What follows belongs to an exercise in optimizing a design on an open flow for small area, a short achievable clock period and few clock cycles per item; a production flow would make more cautious choices. Function was checked by simulation only, so behaviour that the tests miss may differ from the original.

==> design.v <==
module slot_decoder (
    input  wire        clk,
    input  wire        rst,
    input  wire [31:0] ovf_cap,
    input  wire        in_valid,
    output wire        in_ready,
    input  wire [63:0] in_data,
    output reg         out_valid,
    input  wire        out_ready,
    output reg         out_last,
    output reg  [2:0]  out_kind,
    output reg  [1:0]  out_row,
    output reg  [3:0]  out_col,
    output reg  [31:0] out_data
);
    localparam [2:0] S_LOAD = 3'd0,
                     S_HDR  = 3'd1,
                     S_DEC  = 3'd2,
                     S_PAD  = 3'd3,
                     S_RAW  = 3'd4,
                     S_STAT = 3'd5;
    localparam [2:0] K_OK      = 3'd0,
                     K_HEADER  = 3'd1,
                     K_OVERRUN = 3'd2,
                     K_PADDING = 3'd3,
                     K_RANGE   = 3'd4,
                     K_RAW_CRC = 3'd5,
                     K_RAW_IDX = 3'd6;
    reg [2:0]   state;
    reg [511:0] sbuf;        
    reg [4:0]   beat;        
    reg [2:0]   kind;
    reg [1:0]   pred;
    reg [7:0]   seed;
    reg [47:0]  kword;
    reg [9:0]   pos;         
    reg [3:0]   sb;          
    reg [3:0]   t;           
    reg [7:0]   cur [0:15];  
    reg [15:0]  crc;
    reg [15:0]  crc_ref;
    reg [63:0]  hold;
    reg         have_word;
    reg         half;
    wire advance = !out_valid || out_ready;
    assign in_ready = (state == S_LOAD) || (state == S_RAW && !have_word);
    function [15:0] crc16_8bytes;
        input [15:0] c_in;
        input [63:0] d;
        integer b, i;
        reg [15:0] c;
        begin
            c = c_in;
            for (b = 0; b < 8; b = b + 1) begin
                c = c ^ {d[8*b +: 8], 8'h00};
                for (i = 0; i < 8; i = i + 1)
                    c = c[15] ? ((c << 1) ^ 16'h1021) : (c << 1);
            end
            crc16_8bytes = c;
        end
    endfunction
    wire [1:0] py = t[3:2];
    wire [1:0] px = t[1:0];
    wire [2:0] k  = kword[3*sb +: 3];
    wire [23:0] w = sbuf[23:0];
    wire is_seed  = (sb == 4'd0) && (t == 4'd0);
    reg  [3:0]  n_ones;
    integer     q_i;
    always @* begin
        n_ones = 4'd15;
        for (q_i = 14; q_i >= 0; q_i = q_i - 1)
            if (!w[q_i]) n_ones = q_i[3:0];
    end
    wire        escape = (n_ones == 4'd15);
    wire [23:0] w_rem  = w >> (n_ones + 4'd1);
    wire [5:0]  rem    = w_rem[5:0] & ((6'd1 << k) - 6'd1);
    reg  [9:0]  m;
    reg  [4:0]  len;
    always @* begin
        if (is_seed || k == 3'd7) begin
            m   = 10'd0;
            len = 5'd0;
        end else if (escape) begin
            m   = {1'b0, w[23:15]};
            len = 5'd24;
        end else begin
            m   = ({6'd0, n_ones} << k) | {4'd0, rem};
            len = {1'b0, n_ones} + 5'd1 + {2'd0, k};
        end
    end
    wire [10:0] end_pos = {1'b0, pos} + {6'd0, len};
    wire        overrun = end_pos > 11'd512;
    wire        bad_esc = escape && !is_seed && k != 3'd7 && m == 10'd511;
    wire [7:0] left = cur[{py, px - 2'd1}];   
    wire [7:0] up   = cur[{py - 2'd1, px}];
    wire [8:0] lu   = {1'b0, left} + {1'b0, up};
    reg [7:0] q;
    always @* begin
        if (pred == 2'd3)                    q = seed;
        else if (py == 2'd0)                 q = left;
        else if (sb == 4'd0 && px == 2'd0)   q = up;
        else if (pred == 2'd0)               q = left;
        else if (pred == 2'd1)               q = up;
        else                                 q = lu[8:1];
    end
    wire signed [10:0] r = m[0] ? -$signed({1'b0, m} + 11'd1) >>> 1
                                : $signed({1'b0, m}) >>> 1;
    wire signed [10:0] v = $signed({3'd0, q}) + r;
    wire        v_bad = (v < 0) || (v > 11'sd255);
    wire [7:0]  pix   = is_seed ? seed : v[7:0];
    integer c_i;
    always @(posedge clk) begin
        if (rst) begin
            state     <= S_LOAD;
            beat      <= 5'd0;
            out_valid <= 1'b0;
            out_last  <= 1'b0;
            out_kind  <= 3'd0;
            out_row   <= 2'd0;
            out_col   <= 4'd0;
            out_data  <= 32'd0;
            have_word <= 1'b0;
            half      <= 1'b0;
        end else begin
            if (advance)
                out_valid <= 1'b0;
            case (state)
            S_LOAD: begin
                if (in_valid) begin
                    sbuf <= {in_data, sbuf[511:64]};
                    beat <= beat + 5'd1;
                    if (beat == 5'd7) begin
                        beat  <= 5'd0;
                        state <= S_HDR;
                    end
                end
            end
            S_HDR: begin
                if (sbuf[4:0] != 5'd0) begin
                    kind  <= K_HEADER;
                    state <= S_STAT;
                end else if (sbuf[7]) begin
                    if (sbuf[6:5] != 2'd0 || sbuf[511:56] != 456'd0) begin
                        kind  <= K_HEADER;
                        state <= S_STAT;
                    end else if (sbuf[39:8] >= ovf_cap) begin
                        kind  <= K_RAW_IDX;
                        state <= S_STAT;
                    end else begin
                        crc       <= 16'hFFFF;
                        crc_ref   <= sbuf[55:40];
                        have_word <= 1'b0;
                        half      <= 1'b0;
                        beat      <= 5'd0;
                        state     <= S_RAW;
                    end
                end else begin
                    pred  <= sbuf[6:5];
                    seed  <= sbuf[15:8];
                    kword <= sbuf[63:16];
                    sbuf  <= sbuf >> 64;
                    pos   <= 10'd64;
                    sb    <= 4'd0;
                    t     <= 4'd0;
                    state <= S_DEC;
                end
            end
            S_DEC: begin
                if (advance) begin
                    if (overrun) begin
                        kind  <= K_OVERRUN;
                        state <= S_STAT;
                    end else if (bad_esc || (!is_seed && v_bad)) begin
                        kind  <= K_RANGE;
                        state <= S_STAT;
                    end else begin
                        cur[t] <= pix;
                        sbuf   <= sbuf >> len;
                        pos    <= end_pos[9:0];
                        t      <= t + 4'd1;
                        if (px == 2'd3) begin
                            out_valid <= 1'b1;
                            out_last  <= 1'b0;
                            out_kind  <= 3'd0;
                            out_row   <= py;
                            out_col   <= sb;
                            out_data  <= {pix, cur[{py, 2'd2}], cur[{py, 2'd1}], cur[{py, 2'd0}]};
                        end
                        if (t == 4'd15) begin
                            sb <= sb + 4'd1;
                            if (sb == 4'd15)
                                state <= S_PAD;
                        end
                    end
                end
            end
            S_PAD: begin
                kind  <= (sbuf != 512'd0) ? K_PADDING : K_OK;
                state <= S_STAT;
            end
            S_RAW: begin
                if (!have_word) begin
                    if (in_valid) begin
                        hold      <= in_data;
                        crc       <= crc16_8bytes(crc, in_data);
                        have_word <= 1'b1;
                        half      <= 1'b0;
                    end
                end else if (advance) begin
                    out_valid <= 1'b1;
                    out_last  <= 1'b0;
                    out_kind  <= 3'd0;
                    out_row   <= beat[4:3];
                    out_col   <= {beat[2:0], half};
                    out_data  <= half ? hold[63:32] : hold[31:0];
                    half      <= !half;
                    if (half) begin
                        have_word <= 1'b0;
                        beat      <= beat + 5'd1;
                        if (beat == 5'd31) begin
                            beat  <= 5'd0;
                            kind  <= (crc == crc_ref) ? K_OK : K_RAW_CRC;
                            state <= S_STAT;
                        end
                    end
                end
            end
            S_STAT: begin
                if (advance) begin
                    out_valid <= 1'b1;
                    out_last  <= 1'b1;
                    out_kind  <= kind;
                    out_row   <= 2'd0;
                    out_col   <= 4'd0;
                    out_data  <= 32'd0;
                    state     <= S_LOAD;
                end
            end
            default: state <= S_LOAD;
            endcase
        end
    end
endmodule
==> run.sh <==
#!/bin/bash
# synth_recipe.tcl (not shown) runs the flow's synth.tcl, then flattens the netlist and writes it again
# the make line also repeats each setting of config.mk as NAME=value (left out here)
make -C /OpenROAD-flow-scripts/flow DESIGN_CONFIG=/design/flow/config.mk WORK_HOME=/design/flow/orfs CLKGATE_MAP_FILE= SYNTH_SCRIPT=/design/flow/synth_recipe.tcl finish
==> config.mk <==
export PLATFORM = sky130hd
export DESIGN_NAME = slot_decoder
export DESIGN_NICKNAME = slot_decoder
export VERILOG_FILES = /design/flow/design.v
export SDC_FILE = /design/flow/constraint.sdc
export NUM_CORES = 4
export LEC_CHECK = 0
export CAP_MARGIN = 20
export CORE_MARGIN = 2
export CORE_UTILIZATION = 30
export PLACE_DENSITY = 0.5
export SLEW_MARGIN = 20
==> constraint.sdc <==
create_clock -name core_clock -period 10.0 [get_ports {clk}]
set_input_delay 2.0000 -clock core_clock [delete_from_list [all_inputs] [get_ports {clk}]]
set_output_delay 2.0000 -clock core_clock [all_outputs]
set_load 0.01 [all_outputs]
==> reports/metrics.cfg <==
[drt]
ant_nets=0
drt-total-wl_um=285000
drc=0
viasPerCell=5.83
num_vias=54522
first_pass_iters=5
first_iter_violations=6060
wl_per_cell_um=30.5

[logic_synthesis]
synth_most_common_cell=mux2i_1
avgSynthCellArea_um2=10.9
synth_common_cells=mux2i_1 (2,516), edfxtp_1 (815), nand2_1 (593), o21ai_0 (541), clkbuf_1 (283)
syn_inst=6364
yosys.area.top_type=mux2i_1
synth_ff_type=edfxtp_1
yosysTopAreaCellShare_pct=36.4
synth.distinct_cells=74
syn_area_um2=69200
ys_ff_latch=870
synth-seq-area-share_pct=37.0
synthesis.nets=6540
synthArstFlopShare_pct=0
synth_warnings=1
synth.area.top_cells=mux2i_1 (36%), edfxtp_1 (35%), mux4_2 (4.0%), o21ai_0 (3.9%), nand2_1 (3.2%)
synth-edff-count=815

[place]
postPlaceCellArea_um2=73700
port_buffers=143
hpwl_um=210000
globalplace.congestion=0.922
dp_slack_ns=1.23

[floorplanning]
placementRows=176
die_h_um=484
start_util_pct=30.1
dieArea_um2=234000
core_area_um2=230000
die_w_um=484
io_pins=144

[clocking]
cts.sinks=870
path_clk_slew_ns=0.06
cts.htree.levels=3
root_buffer=clkbuf_16
cts_made_buffers=109
cts_tree=done
cts_setup_buffers=0
insertion_delay_ns=0.83
ctsResizeCount=0
clk_path_buf_depth=3
postCtsHoldBufs=0

[timing]
fin_worst_skew_ns=0.0859
tightest_slew_ns=1.18
hold_violations=0
rsz0062_at_grt=no
fin_ws_ns=1.15
setup-tns-final_ns=0
fmax_mhz=113
min_period_ns=8.85
drv_slew=0
fin_crit_sh_pct=88.5
setup_viol=0
slew_headroom_pct=20.8

[global_route]
use_met3_pct=4.04
gr-max-usage-layer=met2
grtUsageMet1_pct=32.7
grt_use_met2_pct=36.2
overflow=0
grt_pass1_vias=53241
track_usage_pct=23.2
grt_max_degree=229
grt_antenna_before_repair=11
grt_pass1_wl_um=402000

[worst_setup_path]
worst_setup_path_start_kind=flop
slowest_stage=edfxtp_1
crit_path_end_kind=flop
critPathArrivalTime_ns=9.25
critical_path_required_ns=10.40
cp_max_fo=67
cp_slowest_stage_delay_ns=0.66
path_class=reg -> reg

[finish]
synthToLayoutAreaGrowth_pct=11.9
finalInstanceArea_um2=77500
fin_util_pct=33.7
layout.area.seq_um2=25600
drive_above_1_share_pct=7.91
fill_cells=23008
multiInputGateArea_um2=41700
finalNetCount=6404

[status]
status=finished clean

[worst_hold_path]
hold_class=reg -> reg

[flow_run]
drv_cap=0

## flip-flops by register name (all words and copies together) (netlist names), 2 cells and up, named ones only
register and count:
kword 48, cur 128, sbuf 512, out_data 32
t 4, out_kind 3, crc 16, beat 5
sb 4, out_row 2, crc_ref 16, pred 2
seed 8, hold 64, kind 3, pos 10
out_col 4, state 3
## routing by layer
layer | wire length [um] | vias up
met3 | 21900 | 497
li1 | - | 23974
met4 | 8920 | 8
met2 | 128000 | 2553
met1 | 126000 | 27490
met5 | 57 | -
## worst max-delay path: cells and delay by family, from the launching register on
kind	cells	cell delay (ns)
flip-flops	1	0.66
AND/OR/NAND/NOR	6	1.51
buffers and inverters	3	1.00
multiplexers	2	0.77
adder cells (fa/ha/maj)	4	1.04
XOR/XNOR	1	0.27
AO/OA/AOI/OAI	17	3.08
## metrics by stage
step	std cells	hold slack (ns)
2_1_floorplan	6364	0.437
3_3_place_gp	9143	0.466
3_5_place_dp	9143	0.471
4_1_cts	9349	0.480
5_1_grt	9349	0.508
6_report	9351	0.474
## path summary, 6_finish.rpt
check              start     endpoint  slack, ns  depth (start not counted)
max             sbuf[12]    sbuf[356]       1.15                         33
min reg2reg  out_kind[1]  out_kind[1]       0.47                          2
min          out_kind[1]  out_kind[1]       0.47                          2
max reg2reg     sbuf[12]    sbuf[356]       1.15                         33
## area by class of cell
type / instances / area share, %
Clock buffer: 131 / 3.68
Antenna cell: 2 / 0.00646
Sequential cell: 870 / 33.0
Multi-Input combinational cell: 4930 / 53.9
Inverter: 77 / 0.391
Timing Repair Buffer: 240 / 2.98
Clock inverter: 75 / 1.14
Tap cell: 3026 / 4.89
## logic make-up (layout without fill, tap and decap cells)
group | after synthesis | in the layout | synth area share (%)
compound gates | 867 | 867 | 7.06
mux | 2646 | 2646 | 40.5
flops | 870 | 870 | 37.0
other cells | 0 | 2 | 0
fa+ha+maj | 76 | 76 | 1.42
buf+inv | 564 | 523 | 3.17
simple gates | 1100 | 1100 | 7.10
xor+xnor | 241 | 241 | 3.76
## cells in the final DEF, fill, tap and decap left out, drive strengths merged, types with 34 or more instances in the layout
cell | netlist | routed
clkdlybuf4s50 | 0 | 142
nand4 | 42 | 42
edfxtp | 815 | 815
a21oi | 128 | 128
nand2 | 593 | 593
xor2 | 72 | 72
nor2 | 177 | 177
mux2i | 2516 | 2516
inv | 75 | 80
a211oi | 68 | 68
buf | 204 | 98
xnor2 | 154 | 154
and3 | 34 | 34
clkinv | 2 | 54
clkbuf | 283 | 131
nor4 | 139 | 139
mux4 | 124 | 124
ha | 72 | 72
dfxtp | 55 | 55
o21ai | 545 | 545
Testbench counts, summed over its fixed seeds: cycles 540,022, slots 2,400.

port drivers added, routing unchanged:
No port has a modelled driver above. Below, the same layout with a new extraction and two added sets of constraints.
Step 1 (the two cells are an assumption about what drives the block):
set clk [get_ports {clk}]
set_driving_cell -lib_cell sky130_fd_sc_hd__clkbuf_16 $clk
set_driving_cell -lib_cell sky130_fd_sc_hd__buf_2 [delete_from_list [all_inputs] $clk]
Step 2 adds t to the input delays and takes it off the output delays; t is the mean of the earliest and latest rising clock arrival at the registers after step 1. Input paths then give back, and output paths get back, about the clock's delay inside the block.
Three values: no drivers, after step 1, after step 2; two values: the first two.
shift t [ns]: 0.870
setup WS [ns]: 1.147 / 1.147 / 1.147
worst hold slack (ns): 0.474 / 0.474 / 0.474
latest minus earliest clock arrival (ns): 0.086 / 0.086
After both steps this run still meets setup and hold. For this run, drivers alone change the setup slack by 0.000 ns; drivers and shift together by 0.000 ns.
